This design comes from an exercise in tuning for small area, a short achievable clock period and few clock cycles on the open sky130 flow, not from production work.
Function was checked by simulation only, so behaviour that the tests miss may differ from the original.
Power and IR drop assume default switching activity.

== pepper ==
// real48_divsqrt
module real48_divsqrt (
    input  wire        clk,
    input  wire        rst,
    input  wire        in_valid,
    output wire        in_ready,
    input  wire        in_op,        
    input  wire [47:0] in_a,
    input  wire [47:0] in_b,
    output reg         out_valid,
    output reg  [47:0] out_result,
    output reg         out_ovf,
    output reg         out_finv,
    output reg         out_fdz
);
clock: 10.0 ns
lec_check: 0
cap_margin: 20
core_margin: 2
core_utilization: 40
place_density_lb_addon: 0.2
slew_margin: 20
standard.sh (not shown) runs the stock make flow with config.mk's settings and CLKGATE_MAP_FILE= SYNTH_SCRIPT=/design/flow/synth_recipe.tcl, a recipe that flattens the netlist after the stock synthesis.
==> flow/flow/run.sh <==
#!/bin/bash
set -euo pipefail
bash standard.sh SETUP_SLACK_MARGIN=6 finish > standard.log 2>&1
Per the final summary, pepper finished and its layout is clean on timing, DRC and antenna.
Testbench counts of pepper, summed over its fixed seeds: cycles 58,178.
diff inputs: pepper => tundra
Settings: PLACE_DENSITY_LB_ADDON removed (was 0.2); CORE_UTILIZATION changed from 40 to 60.
Per the final summary, tundra finished and its layout is clean on timing, DRC and antenna. Summary of the comparison: number of diodes added for antenna fixing is lower in tundra, relative to pepper. Diff pepper -> tundra | standard-cell row count | decrease of 16. Comparing tundra and pepper, the lower post-cts repair resize count is on pepper. Lower detailed-routed wire length on met2 was reported by tundra, not pepper. [diff] post-route cell area, tundra relative to pepper: improvement. Cell depth of the worst setup path: tundra lower than pepper. The run showing the greater area added between synthesis and finish is pepper. Diff tundra..pepper | gate count after technology mapping | negligible. Between pepper and tundra, post-route minimum period increased. Wire length of the first global-routing pass for tundra is lower than for pepper.
Here is what was changed in the inputs of violet compared with tundra.
Settings: CORE_UTILIZATION now 40, was 60.
==> flow/flow/run.sh <==
#!/bin/bash
set -euo pipefail
bash standard.sh SETUP_SLACK_MARGIN=7 finish > standard.log 2>&1
Against tundra, violet reports a critical path depth that is lower.
Re combined global-route utilization of all metal layers: tundra was higher than violet.
Of violet and tundra, tundra shows the lower area occupied by registers, with violet above it.
Changes observed in violet relative to tundra: share of the core filled with cells in the final layout fell 22 points; met1 track demand over resource went down by 11 points; count of antenna diodes in the layout +2; pin count of the biggest net entering global routing up 7.
Between violet and tundra, the via count of the first global-routing pass figures differ only marginally.
As of violet, filler cell count had risen by more than half compared to tundra.
As far as critical path required time is concerned, tundra and violet perform about the same.
Comparing violet and tundra, the lower combinational power is on tundra.
Input-level comparison between onyx and violet:
Settings: SETUP_SLACK_MARGIN now 5, previously not set.
==> flow/run.sh (new file) <==
#!/bin/bash
# synth_recipe.tcl (not shown) runs the flow's synth.tcl, then flattens the netlist and writes it again
# the make line also repeats each setting of config.mk as NAME=value (left out here)
make -C /OpenROAD-flow-scripts/flow DESIGN_CONFIG=/design/flow/config.mk WORK_HOME=/design/flow/orfs CLKGATE_MAP_FILE= SYNTH_SCRIPT=/design/flow/synth_recipe.tcl finish
removed: flow/flow/run.sh
removed: flow/standard.sh
Notes after the runs:
Comparing onyx and violet, count of clock-buffer cells in the layout is higher on violet. Share of power burned in the clock network, onyx and violet: higher on onyx. onyx: initial DRC count about 24% below violet. Comparing violet against onyx, there is no change at all in die area. Summary — last weighted congestion value of the routability-driven placer, onyx relative to violet: higher, by 0.0087. Compared with violet, in onyx internal power decreased by about 22% relative to the old numbers; sequential power closely matched the old numbers.
What garnet does differently from onyx at the input level:
Settings: SETUP_SLACK_MARGIN no longer set, was 5.
Findings:
- Worst setup slack after layout was higher in onyx than in garnet.
- In the reports for onyx and garnet, the smaller area growth from synthesis to layout belongs to garnet.
- Start point of the critical path: in_a[26] -> onyx, phs[18]$_SDFF_PP0_ -> garnet
- Worst setup path endpoint: quo_q[6]$_SDFF_PP0_ -> garnet, rem_q[7]$_DFF_P_ -> onyx
- Diff garnet..onyx | simple-gate portion of the synthesized area | unchanged
diff inputs: garnet => indigo
Settings: putting SETUP_SLACK_MARGIN at 5 where nothing was set; putting TNS_END_PERCENT at 5 where nothing was set.
Findings:
Diff garnet..indigo | number of antenna violations at the first check in global routing | unchanged
In the flow results for garnet and indigo, the routed via count divided by cell count is smaller on garnet.
The final area reported for indigo is greater than that of garnet by 110 µm².
First-iteration DRC count, garnet and indigo: smaller value in garnet

========
The RTL this note starts from:
==> flow/design.v <==
module r48_round (
    input  wire               sign,
    input  wire signed [13:0] exp,      
    input  wire        [36:0] mant,     
    input  wire               guard,
    input  wire               sticky,
    output reg         [47:0] result,
    output reg                ovf
);
    wire        round_up = guard & (sticky | mant[0]);
    wire [37:0] sum      = {1'b0, mant} + {37'd0, round_up};
    wire signed [13:0] exp_r = sum[37] ? exp + 14'sd1 : exp;
    wire [35:0] frac     = sum[37] ? 36'd0 : sum[35:0];
    wire signed [13:0] biased = exp_r + 14'sd1023;
    always @* begin
        ovf = 1'b0;
        if (exp_r < -14'sd1022) begin
            result = {sign, 47'd0};
        end else if (exp_r > 14'sd1023) begin
            result = {sign, 11'h7FF, 36'd0};
            ovf    = 1'b1;
        end else begin
            result = {sign, biased[10:0], frac};
        end
    end
endmodule
module r48_divsqrt_core #(
    parameter integer K  = 4,
    parameter integer S  = 40
) (
    input  wire [S/K-1:0] ph,        
    input  wire [S/K-1:0] phs,       
    input  wire [S:0]    rem,
    input  wire [S-1:0]  quo,
    input  wire [S:0]    dvs,
    output wire [S:0]    rem_nx,
    output wire [S-1:0]  quo_nx,
    output wire [3:0]    rem_z,      
    output wire [S:0]    dvs_nx
);
    localparam integer K2 = K / 2;
    wire [S:0]   r [0:K2];
    wire [S-1:0] q [0:K2];
    wire [3:0]   z [1:K2];
    wire [S:0]   x [0:K2];
    assign x[0] = dvs;
    assign r[0] = rem;
    assign q[0] = quo;
    genvar t, b;
    generate
        for (t = 0; t < K2; t = t + 1) begin : g_step
            wire [S-1:0] m1, m2, ms1, ms2;
            for (b = 0; b < S; b = b + 1) begin : g_m
                if ((S - 1 - b) % K == 2 * t) begin : g_1
                    assign m1[b]  = ph[(S - 1 - b) / K];
                    assign ms1[b] = phs[(S - 1 - b) / K];
                end else begin : g_1n
                    assign m1[b]  = 1'b0;
                    assign ms1[b] = 1'b0;
                end
                if ((S - 1 - b) % K == 2 * t + 1) begin : g_2
                    assign m2[b]  = ph[(S - 1 - b) / K];
                    assign ms2[b] = phs[(S - 1 - b) / K];
                end else begin : g_2n
                    assign m2[b]  = 1'b0;
                    assign ms2[b] = 1'b0;
                end
            end
            r48_step2 #(.S(S)) u_step (
                .m1(m1), .m2(m2), .ms1(ms1), .ms2(ms2),
                .dvs(x[t]), .rem(r[t]), .quo(q[t]),
                .dvs_nx(x[t+1]), .rem_nx(r[t+1]), .quo_nx(q[t+1]), .rem_z(z[t+1])
            );
        end
    endgenerate
    assign rem_nx = r[K2];
    assign quo_nx = q[K2];
    assign rem_z  = z[K2];
    assign dvs_nx = x[K2];
endmodule
module r48_step2 #(
    parameter integer S = 40
) (
    input  wire [S-1:0] m1,        
    input  wire [S-1:0] m2,        
    input  wire [S-1:0] ms1,       
    input  wire [S-1:0] ms2,       
    input  wire [S:0]   dvs,       
    input  wire [S:0]   rem,
    input  wire [S-1:0] quo,
    output wire [S:0]   dvs_nx,
    output wire [S:0]   rem_nx,
    output wire [S-1:0] quo_nx,
    output wire [3:0]   rem_z
);
    wire [S:0]   t1  = dvs | {1'b0, ms1};
    wire [S:0]   t20 = dvs | {1'b0, ms2};
    wire [S:0]   t21 = dvs | {ms1, 1'b0} | {1'b0, ms2};
    wire [S+3:0] d1  = {2'b00, rem, 1'b0} - {3'b000, t1};
    wire [S+3:0] d20 = {1'b0, rem, 2'b00} - {3'b000, t20};
    wire [S+3:0] d21 = {1'b0, rem, 2'b00} - {2'b00, t1, 1'b0} - {3'b000, t21};
    wire         f1  = !d1[S+3];
    wire         f2  = f1 ? !d21[S+3] : !d20[S+3];
    assign rem_nx = f1 ? (f2 ? d21[S:0] : {d1[S-1:0], 1'b0})
                       : (f2 ? d20[S:0] : {rem[S-2:0], 2'b00});
    assign quo_nx = quo | (m1 & {S{f1}}) | (m2 & {S{f2}});
    assign dvs_nx = dvs | ({ms1, 1'b0} & {(S+1){f1}}) | ({ms2, 1'b0} & {(S+1){f2}});
    assign rem_z  = {d21 == {(S+4){1'b0}},
                     {rem, 1'b0} == {1'b0, t1},
                     {rem, 2'b00} == {2'b00, t20},
                     rem == {(S+1){1'b0}}};
endmodule
module real48_divsqrt (
    input  wire        clk,
    input  wire        rst,
    input  wire        in_valid,
    output wire        in_ready,
    input  wire        in_op,        
    input  wire [47:0] in_a,
    input  wire [47:0] in_b,
    output reg         out_valid,
    output reg  [47:0] out_result,
    output reg         out_ovf,
    output reg         out_finv,
    output reg         out_fdz
);
    localparam integer K  = 2;           
    localparam integer S  = 38;          
    localparam integer NC = S / K;       
    reg          busy;                   
    reg [NC-1:0] ph;                     
    reg [NC-1:0] phs;                    
    wire         last = ph[NC-1];
    assign in_ready = !busy || last;
    wire accept = in_valid && in_ready && !rst;
    wire        sa = in_a[47];
    wire        sb = in_b[47];
    wire [10:0] ea = in_a[46:36];
    wire [10:0] eb = in_b[46:36];
    wire        fa_nz  = (in_a[35:0] != 36'd0);
    wire        fb_nz  = (in_b[35:0] != 36'd0);
    wire        a_max  = (ea == 11'h7FF);
    wire        b_max  = (eb == 11'h7FF);
    wire        a_nan  = a_max && fa_nz;
    wire        b_nan  = b_max && fb_nz;
    wire        a_inf  = a_max && !fa_nz;
    wire        b_inf  = b_max && !fb_nz;
    wire        a_zero = (ea == 11'd0);
    wire        b_zero = (eb == 11'd0);
    wire        sq     = sa ^ sb;
    reg       spec;
    reg [1:0] spec_kind;
    reg       spec_sign, spec_fdz;
    always @* begin
        spec      = 1'b1;
        spec_kind = 2'd0;
        spec_sign = sq;
        spec_fdz  = 1'b0;
        if (!in_op) begin
            if (a_nan || b_nan || (a_zero && b_zero) || (a_inf && b_inf))
                spec_kind = 2'd2;
            else if (a_inf)  spec_kind = 2'd1;
            else if (b_inf)  spec_kind = 2'd0;
            else if (b_zero) begin spec_kind = 2'd1; spec_fdz = 1'b1; end
            else if (a_zero) spec_kind = 2'd0;
            else             spec = 1'b0;
        end else begin
            spec_sign = sa;
            if (a_nan || (sa && !a_zero)) spec_kind = 2'd2;
            else if (a_zero)              spec_kind = 2'd0;
            else if (a_inf)               spec_kind = 2'd1;
            else                          spec = 1'b0;
        end
    end
    reg       spec_q;
    reg [1:0] kind_q;
    reg       fdz_q;
    reg               sign_q;
    reg               dbl_q;             
    reg signed [13:0] exp_q;
    reg        [S:0]  rem_q;
    reg      [S-1:0]  quo_q;
    reg        [S:0]  div_q;             
    wire signed [13:0] p    = $signed({3'b000, ea}) - 14'sd1059;
    wire signed [13:0] p_ev = p - {13'd0, p[0]};
    wire        [36:0] m_a  = {1'b1, in_a[35:0]};
    wire       a_lt_b   = (in_a[35:0] < in_b[35:0]);
    wire       dbl      = in_op ? p[0] : a_lt_b;
    wire [S:0] rem_init = dbl ? ({{(S+1-37){1'b0}}, m_a} << (S-37))
                              : ({{(S+1-37){1'b0}}, m_a} << (S-38));
    wire [S:0]   rem_nx;
    wire [S-1:0] quo_nx;
    wire [3:0]   rem_z;
    wire [S:0]   dvs_nx;
    r48_divsqrt_core #(.K(K), .S(S)) u_core (
        .ph(ph), .phs(phs), .rem(rem_q), .quo(quo_q), .dvs(div_q),
        .rem_nx(rem_nx), .quo_nx(quo_nx), .rem_z(rem_z), .dvs_nx(dvs_nx)
    );
    reg               o_spec;
    reg [1:0]         o_kind;
    reg               o_fdz;
    reg               o_sign;
    reg signed [13:0] o_exp;             
    reg        [36:0] o_mant;            
    reg               o_guard;
    reg        [3:0]  o_rem_z;
    wire        rem_nz   = !o_rem_z[{o_mant[0], o_guard}];
    wire        r_sticky = rem_nz;
    wire [36:0] r_mant   = o_mant;
    wire        r_guard  = o_guard;
    wire signed [13:0] r_exp = o_exp;
    wire [47:0] rnd_res;
    wire        rnd_ovf;
    r48_round u_round (
        .sign(o_sign), .exp(r_exp), .mant(r_mant),
        .guard(r_guard), .sticky(r_sticky),
        .result(rnd_res), .ovf(rnd_ovf)
    );
    wire [47:0] res_c = !o_spec ? rnd_res :
                        (o_kind == 2'd2) ? 48'h7FF8_0000_0000 :
                        {o_sign, {11{o_kind[0]}}, 36'd0};
    wire        ovf_c  = !o_spec && rnd_ovf;
    wire        finv_c = o_spec && o_kind[1];
    wire        fdz_c  = o_spec && o_fdz;
    reg         o_valid;
    wire done = busy && last;
    always @(posedge clk) begin
        if (rst) begin
            busy      <= 1'b0;
            spec_q    <= 1'b0;
            o_valid   <= 1'b0;
            out_valid <= 1'b0;
        end else begin
            o_valid   <= done | spec_q;
            out_valid <= o_valid;
            spec_q    <= accept && spec;
            if (accept && !spec) busy <= 1'b1;
            else if (last)       busy <= 1'b0;
        end
        out_result <= res_c;
        out_ovf    <= ovf_c;
        out_finv   <= finv_c;
        out_fdz    <= fdz_c;
        o_spec   <= !done;
        o_sign   <= sign_q;
        o_kind   <= kind_q;
        o_fdz    <= fdz_q;
        o_exp    <= dbl_q ? exp_q - 14'sd1 : exp_q;
        o_mant   <= quo_nx[S-1:S-37];
        o_guard  <= quo_nx[S-38];
        o_rem_z  <= rem_z;
        if (accept) begin
            kind_q  <= spec_kind;
            dbl_q   <= !in_op && a_lt_b;
            fdz_q   <= spec_fdz;
            sign_q  <= in_op && !spec ? 1'b0 : spec_sign;
            exp_q   <= in_op ? 14'sd18 + (p_ev >>> 1)
                             : $signed({3'b000, ea}) - $signed({3'b000, eb});
        end
        if (accept) begin
            rem_q   <= rem_init;
            quo_q   <= {S{1'b0}};
            div_q   <= in_op ? {(S+1){1'b0}} : {1'b0, 1'b1, in_b[35:0], {(S-37){1'b0}}};
            ph      <= {{(NC-1){1'b0}}, 1'b1};
            phs     <= {{(NC-1){1'b0}}, in_op};
        end else begin
            rem_q   <= rem_nx;
            quo_q   <= quo_nx;
            div_q   <= dvs_nx;
            ph      <= {ph[NC-2:0], 1'b0};
            phs     <= {phs[NC-2:0], 1'b0};
        end
    end
endmodule
clock: 10.0 ns
lec_check: 0
cap_margin: 20
core_margin: 2
core_utilization: 40
slew_margin: 20
==> flow/flow/run.sh <==
#!/bin/bash
set -euo pipefail
bash standard.sh SETUP_SLACK_MARGIN=6 finish > standard.log 2>&1
The baseline went through all stages and came out clean.
Testbench counts at the start, summed over its fixed seeds: cycles 58,178.
Next try:
==> flow/run.sh (new file) <==
#!/bin/bash
# synth_recipe.tcl (not shown) runs the flow's synth.tcl, then flattens the netlist and writes it again
# the make line also repeats each setting of config.mk as NAME=value (left out here)
make -C /OpenROAD-flow-scripts/flow DESIGN_CONFIG=/design/flow/config.mk WORK_HOME=/design/flow/orfs CLKGATE_MAP_FILE= SYNTH_SCRIPT=/design/flow/synth_recipe.tcl finish
- CORE_UTILIZATION: 40 -> 60
- SETUP_SLACK_MARGIN: not set -> 5
removed: flow/flow/run.sh
removed: flow/standard.sh
Sequential power stays flat.
Utilization came out higher by 19 points.
Area after synthesis stays the same.
Via count decreases by a few percent.
Next try:
- CAP_MARGIN: 20 -> 5
- CORE_UTILIZATION: 60 -> 40
- SLEW_MARGIN: 20 -> 5
What happened:
- final cell count grows by 7.6%
- wire length grows by 7.7%
- clock skew grows by 0.013 ns
- total power grows by 2.7%
- count of clock-buffer cells in the layout shrinks by 3
- core utilization shrinks by 23 points
- die area grows by 49%
- hold slack improves by 0.0083 ns
- synthesized area does not change
- cell area grows by 2.3%
- non-clock buffer count shrinks by 1
Next try:
==> flow/flow/run.sh (new file) <==
#!/bin/bash
set -euo pipefail
bash standard.sh SETUP_SLACK_MARGIN=5.7 finish > standard.log 2>&1
==> flow/standard.sh (new file) <==
#!/bin/bash
# synth_recipe.tcl (not shown) runs the flow's synth.tcl, then flattens the netlist and writes it again
# the make line also repeats each setting of config.mk as NAME=value (left out here)
make -C /OpenROAD-flow-scripts/flow DESIGN_CONFIG=/design/flow/config.mk WORK_HOME=/design/flow/orfs CLKGATE_MAP_FILE= SYNTH_SCRIPT=/design/flow/synth_recipe.tcl "${@:-finish}"
- CAP_MARGIN: 5 -> 20
- SETUP_SLACK_MARGIN: 5 -> not set
- SLEW_MARGIN: 5 -> 20
removed: flow/run.sh
Routed wire length goes up by a few percent.
Cell count rose slightly.
Via count goes up by a few percent.
Synthesized cell count does not change.
Non-clock buffer count goes up by 40.
Worst hold slack is worse by 0.0062 ns.
Area after synthesis is unchanged.
Sequential power barely changes.
Register-to-register slack improved by 0.48 ns.

## separate check: timing with driven ports
No port has a modelled driver above. Below, the same layouts with a new extraction and two added sets of constraints. Step 1 assumes that a clkbuf_16 drives the clock port and a buf_2 every other input. Step 2, shift: input delay + t, output delay - t, t = (earliest + latest rising clock arrival at the registers) / 2. This alone moves slack from input paths to output paths. Three values: ideal, step 1, step 2; two values: the first two.
run | shift t [ns] | setup WS [ns] | worst hold slack (ns)
pepper | 0.605 | 5.809 / 5.809 / 5.220 | 0.346 / 0.346 / 0.346
tundra | 0.613 | 5.773 / 5.758 / 5.145 | 0.342 / 0.342 / 0.342
violet | 0.607 | 5.814 / 5.802 / 5.195 | 0.342 / 0.342 / 0.342
onyx | 0.610 | 5.078 / 5.108 / 4.498 | 0.350 / 0.350 / 0.350
garnet | 0.610 | 4.217 / 4.217 / 3.744 | 0.350 / 0.350 / 0.350
indigo | 0.610 | 4.897 / 4.927 / 4.317 | 0.350 / 0.350 / 0.350
the first run of note 2 | 0.611 | 5.789 / 5.796 / 5.186 | 0.339 / 0.339 / 0.339
the second run of note 2 | 0.647 | 5.055 / 5.087 / 4.440 | 0.342 / 0.342 / 0.342
the third run of note 2 | 0.610 | 5.079 / 5.108 / 4.498 | 0.350 / 0.350 / 0.350
the fourth run of note 2 | 0.612 | 5.653 / 5.653 / 5.106 | 0.344 / 0.344 / 0.344
After both steps every run listed still meets setup and hold. The setup slack of tundra, which loses most, moves by -0.015 ns with the drivers and by -0.628 ns with both steps.
